What follows belongs to an exercise in optimizing a design on an open flow for small area; a production flow would make more cautious choices. Only simulation tests tie the RTL to the original design; equivalence was not proved.

==> design/flow/design.v <==
module m_long_unit (
    input  wire        clk,
    input  wire        rst,         
    input  wire        issue,
    input  wire [1:0]  op,
    input  wire [63:0] a,
    input  wire [63:0] b,
    input  wire        dvs_we,      
    input  wire [8:0]  dvs_wdata,
    output wire        ready,
    output reg         done,
    output reg  [63:0] qt,
    output reg  [63:0] rm,
    output reg         rd_we,
    output reg  [63:0] rd_data,
    output wire [8:0]  dvs,
    output reg         fault,
    output reg  [1:0]  fault_cause
);
    reg        busy;
    reg        dz, ov, dinv, dcy, dzt;
    reg  [5:0] cnt;                  
    assign dvs   = {dzt, 3'b000, dcy, dinv, ov, dz, busy};
    assign ready = !busy || (cnt == 6'd0);
    wire accept  = issue && ready;
    wire finish  = busy && (cnt == 6'd0);
    wire mtdvs   = dvs_we && ready && !issue;
    wire is_div = !op[1];
    wire sgn    = (op == 2'd1);
    wire        na = sgn && a[63];
    wire        nb = sgn && b[63];
    wire [63:0] n  = na ? (64'd0 - a) : a;
    wire [63:0] d  = nb ? (64'd0 - b) : b;
    reg [6:0] clz_n, clz_d;
    integer i;
    always @* begin
        clz_n = 7'd64;
        for (i = 0; i < 64; i = i + 1)
            if (n[i]) clz_n = 7'd63 - i[6:0];
        clz_d = 7'd64;
        for (i = 0; i < 64; i = i + 1)
            if (d[i]) clz_d = 7'd63 - i[6:0];
    end
    wire signed [7:0] q_raw = $signed({1'b0, clz_d}) - $signed({1'b0, clz_n}) + 8'sd1;
    wire [6:0] q     = q_raw[7] ? 7'd0 : q_raw[6:0];
    wire       bzero = (b == 64'd0);
    wire [4:0] steps = (bzero || !is_div) ? 5'd0 : ((q + 7'd3) >> 2);
    reg        dec_bad;
    reg [4:0]  sig_a, sig_b;
    integer j;
    always @* begin
        dec_bad = 1'b0;
        sig_a   = 5'd0;
        sig_b   = 5'd0;
        for (j = 0; j < 16; j = j + 1) begin
            if (a[4*j +: 4] > 4'd9 || b[4*j +: 4] > 4'd9) dec_bad = 1'b1;
            if (a[4*j +: 4] != 4'd0) sig_a = j[4:0] + 5'd1;
            if (b[4*j +: 4] != 4'd0) sig_b = j[4:0] + 5'd1;
        end
    end
    wire [4:0] sig_m = (sig_a > sig_b) ? sig_a : sig_b;
    reg [5:0] lat;
    always @* begin
        if (is_div)
            lat = 6'd6 + {1'b0, steps};
        else
            lat = dec_bad ? 6'd10 : 6'd10 + {sig_m, 1'b0};
    end
    reg        r_div, r_sgn, r_na, r_negq, r_bzero, r_bad, r_sub, r_dzt;
    reg [63:0] rr;                   
    reg [63:0] nq;                   
    reg [63:0] dd;                   
    reg        dec_c;
    reg [63:0] rs [0:4];
    reg [3:0]  qd;
    reg [64:0] x, t;
    integer k;
    always @* begin
        rs[0] = rr;
        for (k = 0; k < 4; k = k + 1) begin
            x = {rs[k], nq[63-k]};
            t = x - {1'b0, dd};
            qd[3-k] = !t[64];
            rs[k+1] = t[64] ? x[63:0] : t[63:0];
        end
    end
    reg  [7:0]  pair_sum;
    reg         pair_c;
    reg  [4:0]  ds;
    reg  [3:0]  bd;
    integer m;
    always @* begin
        pair_c = dec_c;
        for (m = 0; m < 2; m = m + 1) begin
            bd = r_sub ? (4'd9 - dd[4*m +: 4]) : dd[4*m +: 4];
            ds = {1'b0, rr[4*m +: 4]} + {1'b0, bd} + {4'd0, pair_c};
            if (ds > 5'd9) begin
                ds     = ds - 5'd10;
                pair_c = 1'b1;
            end else begin
                pair_c = 1'b0;
            end
            pair_sum[4*m +: 4] = ds[3:0];
        end
    end
    wire div_step = busy && r_div && (cnt >= 6'd6);
    wire dec_step = busy && !r_div && (cnt != 6'd0) && (cnt <= 6'd8);
    always @(posedge clk) begin
        if (rst) begin
            busy        <= 1'b0;
            cnt         <= 6'd0;
            done        <= 1'b0;
            rd_we       <= 1'b0;
            fault       <= 1'b0;
            fault_cause <= 2'd0;
            qt          <= 64'd0;
            rm          <= 64'd0;
            rd_data     <= 64'd0;
            dz          <= 1'b0;
            ov          <= 1'b0;
            dinv        <= 1'b0;
            dcy         <= 1'b0;
            dzt         <= 1'b0;
        end else begin
            done  <= 1'b0;
            rd_we <= 1'b0;
            fault <= 1'b0;
            if (busy && cnt != 6'd0)
                cnt <= cnt - 6'd1;
            if (finish) begin
                busy <= 1'b0;
                done <= 1'b1;
                if (r_div) begin
                    if (r_bzero) begin
                        qt <= 64'hFFFF_FFFF_FFFF_FFFF;
                        dz <= 1'b1;
                        if (r_dzt) begin
                            fault       <= 1'b1;
                            fault_cause <= 2'd1;
                        end
                    end else begin
                        qt <= r_negq ? (64'd0 - nq) : nq;
                        if (r_sgn && !r_negq && nq[63])
                            ov <= 1'b1;
                    end
                    rm <= r_na ? (64'd0 - rr) : rr;
                end else begin
                    if (r_bad) begin
                        dinv        <= 1'b1;
                        fault       <= 1'b1;
                        fault_cause <= 2'd2;
                    end else begin
                        rd_data <= rr;
                        rd_we   <= 1'b1;
                        dcy     <= r_sub ? !dec_c : dec_c;
                    end
                end
            end
            if (mtdvs) begin
                dz   <= dvs_wdata[1];
                ov   <= dvs_wdata[2];
                dinv <= dvs_wdata[3];
                dcy  <= dvs_wdata[4];
                dzt  <= dvs_wdata[8];
            end
            if (accept) begin
                busy    <= 1'b1;
                cnt     <= lat - 6'd1;
            end
        end
    end
    always @(posedge clk) begin
        if (accept) begin
            r_div   <= is_div;
            r_sgn   <= sgn;
            r_sub   <= op[0];
            r_na    <= na;
            r_negq  <= na ^ nb;
            r_bzero <= bzero;
            r_bad   <= dec_bad;
            r_dzt   <= dzt;
            rr      <= n >> {steps, 2'b00};
            nq      <= (steps == 5'd0) ? 64'd0 : (n << (7'd64 - {steps, 2'b00}));
            dd      <= d;
            dec_c   <= op[0];
        end else if (div_step) begin
            rr      <= rs[4];
            nq      <= {nq[59:0], qd};
        end else if (dec_step) begin
            rr      <= {pair_sum, rr[63:8]};
            dd      <= {8'd0, dd[63:8]};
            dec_c   <= pair_c;
        end
    end
endmodule
==> design/flow/run.sh <==
#!/bin/bash
# synth_recipe.tcl (not shown) runs the flow's synth.tcl, then flattens the netlist and writes it again
# the make line also repeats each setting of config.mk as NAME=value (left out here)
make -C /OpenROAD-flow-scripts/flow DESIGN_CONFIG=/design/flow/config.mk WORK_HOME=/design/flow/orfs CLKGATE_MAP_FILE= SYNTH_SCRIPT=/design/flow/synth_recipe.tcl finish
==> design/flow/config.mk <==
export PLATFORM = sky130hd
export DESIGN_NAME = m_long_unit
export DESIGN_NICKNAME = m_long_unit
export VERILOG_FILES = /design/flow/design.v
export SDC_FILE = /design/flow/constraint.sdc
export NUM_CORES = 4
export LEC_CHECK = 0
export CAP_MARGIN = 20
export CORE_MARGIN = 2
export CORE_UTILIZATION = 60
export GPL_TIMING_DRIVEN = 0
export PLACE_DENSITY = 0.7
export SLEW_MARGIN = 20
==> design/flow/constraint.sdc <==
create_clock -name core_clock -period 16.0 [get_ports {clk}]
set_input_delay 3.2000 -clock core_clock [delete_from_list [all_inputs] [get_ports {clk}]]
set_output_delay 3.2000 -clock core_clock [all_outputs]
set_load 0.01 [all_outputs]
==> reports/metrics.cfg, run 1 <==
[sta]
worstMarginPinSlew_ns = 1.30
finClkSkew_ns = 0.0616
fin_ws_ns = -0.227
finalSetupViolCount = 32
period_share = 1.01
fin_crit_ns = 16.23
holdWs_ns = 0.457
hold_violations = 0
slew_headroom = 0.136
slew_violations = 0
setup_tns_ns = -2.96
max_freq_ghz = 0.0616

[layout]
nets = 6872
syn_to_final_growth_pct = 16.0
final_cell_mix = nand2_1 (727), nor2_1 (617), a21oi_1 (549)
seqCellArea_um2 = 10200
drive_gt1_frac = 0.0602
finalNonFillerCells = 7435
fillers = 5941
multi_input_area_um2 = 33100
final_common_cell = nand2_1
stdcell_area_um2 = 52000

[die]
io_pins = 350
die_h_um = 277
die_x_um = 277
fp.coreArea_um2 = 74200
start_util = 0.605
rows = 100
die-area_um2 = 77000

[min_path]
min_from = rd_data[39]
worstHoldPathCells = 2
hold_end = rd_data[39]
hold_class = flip-flop to flip-flop

[synth]
synthFlopType = dfxtp_1
synth-edff-count = 201
synth_cells = 6007
ys_warn_count = 2
synth.largest_area_cell = edfxtp_1
ys_types = 91
synth_top_cell_area_share = 0.134
syn_area_um2 = 44900
ys_top_cells_by_area = edfxtp_1 (13%), dfxtp_1 (9.3%), ha_1 (8.3%)
async_flop_share = 0
yosysSeqAreaShare = 0.228
syn_area_per_cell_um2 = 7.47
ys_ff_latch = 410

[detailed_routing]
final_antenna_net_count = 0
drt_wl_total_mm = 209
first_pass_iters = 12
drc = 0
num_vias = 53100
vias_per_cell = 7.14
wl_per_cell_um = 28.1
dr.first_iter.drc_count = 8780

[placement]
dp_cells = 7311
dpl_cell_area_um2 = 49500
io_buffer_count = 328
gp_congestion = 1.13
hpwl_mm = 163

[global_routing]
grt-ovfl-total = 0
grt_pass1_vias = 48100
grt_pass1_wl_mm = 298
grt_max_degree = 65
antenna_found_initial = 13
track_usage = 0.509

[cts]
clkSinkCount = 410
clockBufferDepth = 3
cts_tree = built
cts-htree-levels = 2
cts-root-buf = clkbuf_16
cts.clk_slew.worst_paths_ns = 0.06
worstSkewPairLatency_ns = 0.66
cts-hold-fix-buffers = 0
cts_inserted_buffers = 46

[status]
status = failed layout checks
failed_checks = setup timing

[worst_setup_path]
rr_endpoint = rr[63]
cp.required_ns = 16.33
endpoint_kind = flip-flop
crit_slowest_cell = o2111ai_1
criticalPathCategory = flip-flop to flip-flop
cp-start-kind = flip-flop
r2r_start = dd[35]
r2r_cells = 62
reg2reg_slack_ns = -0.23
cpPeakStageDelay_ns = 0.64
arrival_ns = 16.56
path_max_fanout = 10

[run]
maxCapViolCount = 0

-- through the flow --
stage          setup WS [ns]   util
3_5_place_dp           -6.41  0.667
6_report              -0.227  0.701
4_1_cts               0.0217  0.695
5_1_grt               -0.323  0.701
2_1_floorplan           1.72      -
3_3_place_gp           -6.15  0.666
-- worst max path at each step --
stage               startpoint     end  slack [ns]  cells after the start
CTS                     nq[63]  rr[13]        0.02                     66
floorplan                dd[1]  rr[13]        1.72                     62
detailed placement       dd[1]  rr[44]       -6.41                     63
global placement        rr[40]  rr[48]       -6.15                     61
global route            dd[31]  rr[13]       -0.32                     66
finish                  dd[35]  rr[63]       -0.23                     62
-- worst max-delay path: cells and delay by family (launching register included) --
| kind | cells | cell delay [ns] |
|---|---|---|
| and+or+nand+nor | 12 | 3.38 |
| buffers and inverters | 10 | 1.89 |
| xor gates and xnor gates | 2 | 0.25 |
| adders and majority gates | 4 | 1.07 |
| DFF | 1 | 0.53 |
| muxes | 1 | 0.24 |
| AOI/OAI and AO/OA | 33 | 8.46 |
-- cells in the mapped netlist (42+ instances only) --
master	number
a31oi_1	47
a22oi_1	48
xnor2_1	266
nand3_1	102
ha_1	299
nand4_1	57
mux2i_1	124
nor2_1	620
nor3_1	108
nor4_1	50
a21oi_1	562
inv_1	212
a211oi_1	170
nor2b_1	52
o31ai_1	77
o211ai_1	54
o21ai_0	503
mux2_2	112
and3_1	42
clkbuf_1	265
o21bai_1	53
o21a_1	50
xor2_1	238
or3_1	45
edfxtp_1	201
nand2b_1	61
dfxtp_1	209
a21o_1	168
nand2_1	732
-- state kept, by name (all words and copies together), names as in the netlist, 2 cells and up --
name         count
dd              64
nq              64
qt              64
rd_data         64
rm              64
rr              64
cnt              6
fault_cause      2
-- cell type report --
class | instances | area share
Buffer | 322 | 0.0302
Antenna cell | 9 | 0.000433
Timing Repair Buffer | 366 | 0.0703
Clock buffer | 61 | 0.0236
Tap cell | 969 | 0.0233
Clock inverter | 23 | 0.00426
Inverter | 213 | 0.0155
Multi-Input combinational cell | 5062 | 0.636
Sequential cell | 410 | 0.196
-- what timing repair did --
| action | CTS | global route |
|---|---|---|
| pin swaps | 10 | 30 |
| resized for setup | 137 | 100 |
| endpoints found under the setup margin | 66 | 76 |
| setup buffers | 15 | 18 |
| cloned | 0 | 1 |
-- cell families after synthesis --
kind of cell,Yosys count,share of synthesized area
flops,410,0.228
buf+inv,538,0.0471
simple gates,2006,0.202
other cells,1,0.0000836
mux,240,0.0568
compound gates,1999,0.280
xor+xnor,505,0.0987
fa+ha+maj,308,0.0874
-- metal layers --
layer,global-route usage,up-vias,part of all wire
li1,-,22800,-
met1,0.646,24400,0.35
met2,0.735,4740,0.40
met3,0.173,1161,0.17
met4,0.328,12,0.083
met5,0.00375,-,0.00066
==> run 2, diff against run 1 <==
--- a/design/flow/config.mk
+++ b/design/flow/config.mk
@@ -9,5 +9,4 @@
 export CORE_MARGIN = 2
-export CORE_UTILIZATION = 60
-export GPL_TIMING_DRIVEN = 0
-export PLACE_DENSITY = 0.7
+export CORE_UTILIZATION = 30
+export PLACE_DENSITY = 0.4
 export SLEW_MARGIN = 20
==> reports/metrics.cfg, run 2 <==
[status]
status = finished clean

[global_routing]
grt_pass1_vias = 47700  ; -0.76%
antenna_found_initial = 18  ; +5
grt-ovfl-total = 0  ; unchanged
grt_max_degree = 189  ; +190%
grt_pass1_wl_mm = 331  ; +11%
track_usage = 0.292  ; -0.218

[synth]
synth_most_common_cell = nand2_1
ys_warn_count = 2  ; unchanged
ys_top_cells_by_area = edfxtp_1 (13%), dfxtp_1 (9.3%), ha_1 (8.3%)
synth_cells = 6007  ; unchanged
ys_ff_latch = 410  ; unchanged
synth-edff-count = 201  ; unchanged
synth_common_cells = nand2_1 (732), nor2_1 (620), a21oi_1 (562), o21ai_0 (503), ha_1 (299)
yosysSeqAreaShare = 0.228  ; unchanged
synthFlopType = dfxtp_1
synth_top_cell_area_share = 0.134  ; unchanged
syn_area_per_cell_um2 = 7.47  ; unchanged
async_flop_share = 0  ; unchanged
ys_types = 91  ; unchanged
syn_area_um2 = 44900  ; unchanged
synth.largest_area_cell = edfxtp_1

[worst_setup_path]
r2r_cells = 72  ; +16%
r2r_start = dd[31]
crit_slowest_cell = edfxtp_1
cp.required_ns = 16.32  ; about the same
path_max_fanout = 11  ; +1
rr_endpoint = rr[49]
cp-start-kind = flip-flop
arrival_ns = 15.90  ; -0.66 ns
criticalPathCategory = flip-flop to flip-flop
cpPeakStageDelay_ns = 0.53  ; -0.11 ns
path_common_cell = buf_4
endpoint_kind = flip-flop
critPathLaunch = dd[31]
reg2reg_slack_ns = 0.42  ; +0.64 ns

[detailed_routing]
first_pass_iters = 8  ; -4
vias_per_cell = 5.55  ; -22%
num_vias = 50500  ; -4.9%
drt_wl_total_mm = 231  ; +10%
wl_per_cell_um = 25.3  ; -9.7%
final_antenna_net_count = 0  ; unchanged
dr.first_iter.drc_count = 4814  ; -45%
drc = 0  ; unchanged

[placement]
io_buffer_count = 342  ; +4.3%
dp_cells = 8969  ; +23%
dpl_cell_area_um2 = 57300  ; +16%
hpwl_mm = 190  ; +17%
pre_cts_ws_ns = -1.45  ; +4.96 ns
gp_congestion = 0.968  ; -15%

[sta]
finClkSkew_ns = 0.0832  ; +0.0216 ns
max_freq_ghz = 0.0642  ; +4.1%
period_share = 0.974  ; -0.0403
slew_violations = 0  ; unchanged
hold_violations = 0  ; unchanged
worstMarginPinSlew_ns = 1.20  ; -0.0939 ns
slew_headroom = 0.193  ; +0.0568
fin_ws_ns = 0.417  ; +0.644 ns
holdWs_ns = 0.452  ; -0.00446 ns
fin_crit_ns = 15.58  ; -0.644 ns
setup_tns_ns = 0  ; +2.96 ns
finalSetupViolCount = 0  ; -100%

[min_path]
hold_end = rd_data[45]
hold_class = flip-flop to flip-flop
min_from = rd_data[45]
worstHoldPathCells = 2  ; unchanged

[layout]
drive_gt1_frac = 0.187  ; +0.127
final_cell_mix = buf_4 (1010), nand2_1 (728), nor2_1 (616)
nets = 7563  ; +10%
post-route-util = 0.403  ; -0.299
syn_to_final_growth_pct = 32.9
final_common_cell = buf_4
finalNonFillerCells = 9099  ; +22%
stdcell_area_um2 = 59700  ; +15%

[cts]
clkSinkCount = 410  ; unchanged
cts.clk_slew.worst_paths_ns = 0.07  ; about the same
clockBufferDepth = 3  ; unchanged
cts-htree-levels = 2  ; unchanged
worstSkewPairLatency_ns = 0.70  ; +0.04 ns
cts_tree = built
cts_inserted_buffers = 54  ; +17%
cts-hold-fix-buffers = 0  ; unchanged
cts-root-buf = clkbuf_16

[die]
fp.coreArea_um2 = 148000  ; +100%
rows = 141  ; +41%
die_x_um = 391  ; +41%
io_pins = 350  ; unchanged
die_h_um = 391  ; +41%
start_util = 0.303  ; -0.302
die-area_um2 = 153000  ; +98%

[run]
maxCapViolCount = 0  ; unchanged

[run 2: cell counts after synthesis]
No cell type changed its count.
[run 2: routing by layer]
layer | global-route usage | vias to the layer above | wire length (µm)
met5 | 0 | - | 25
met1 | 0.442 | 24400 | 113000
met4 | 0.0677 | 4 | 5760
li1 | - | 24200 | -
met3 | 0.0285 | 228 | 15000
met2 | 0.438 | 1748 | 96400
[run 2: timing repair]
item,4_1_cts,5_1_grt
pin swaps,2,13
gates resized for setup,22,50
gates cloned,0,1
setup endpoints to repair,65,65
buffers inserted,10,6
[run 2: worst max path at each step]
stage | endpoint | slack, ns | cells after the start
2_1_floorplan | rr[13] | 1.72 | 62
3_5_place_dp | rr[44] | -1.45 | 72
3_3_place_gp | rr[44] | -1.52 | 71
6_report | rr[49] | 0.42 | 72
4_1_cts | rr[43] | 0.02 | 71
5_1_grt | rr[49] | -0.02 | 74
[run 2: logic make-up (layout without fill, tap and decap cells)]
| group | Yosys count | after routing | share of synthesized area |
|---|---|---|---|
| and+or+nand+nor | 2006 | 2006 | 0.202 |
| AOI/OAI and AO/OA | 1999 | 1999 | 0.280 |
| buffers and inverters | 538 | 1687 | 0.0471 |
| xor gates and xnor gates | 505 | 505 | 0.0987 |
| DFF | 410 | 410 | 0.228 |
| adders and majority gates | 308 | 308 | 0.0874 |
| muxes | 240 | 240 | 0.0568 |
| other | 1 | 14 | 0.0000836 |
[run 2: critical path: cells and delay by family, from the launching register on]
family	cells	cell delay, ns
AOI/OAI and AO/OA	26	5.16
and+or+nand+nor	17	3.74
buffers and inverters	21	3.42
adders and majority gates	4	1.13
muxes	3	0.96
DFF	1	0.53
xor gates and xnor gates	1	0.20
[run 2: layout make-up]
type / count / area (µm²)
repair buffers: 1372 / 11400
flip-flops and latches: 410 / 10200
multi-input cells: 5061 / 33000
inverters: 213 / 805
diodes: 11 / 27.5
clock buffers: 78 / 1530
well taps: 1930 / 2410
fillers: 15400 / 88500
clock inverters: 24 / 338

re-timing with driven ports:
The results above use ideal ports. As a check the final layouts listed here were re-extracted and re-timed, cells and wires unchanged. Step 1, drivers: a clkbuf_16 drives clk and a buf_2 each remaining input, both assumed. Step 2 times the ports against the registers' clock, not the clock port: input delays grow and output delays shrink by t, the midpoint of the rising clock arrivals with the driver on. Slacks: no drivers / after step 1 / after step 2; pairs: no drivers / after step 1.
run | shift t [ns] | slack for setup (ns) | worst hold slack (ns) | latest minus earliest clock arrival (ns) | worst slew at a driven data input, ns
run 1 | 0.702 | -0.227 / -0.227 / -0.446 | 0.457 / 0.457 / 0.457 | 0.061 / 0.061 | 0.11
run 2 | 0.736 | 0.417 / 0.417 / 0.417 | 0.452 / 0.452 / 0.452 | 0.085 / 0.085 | 0.14
For run 1, which loses most, drivers alone change the setup slack by 0.000 ns; drivers and shift together by -0.219 ns.
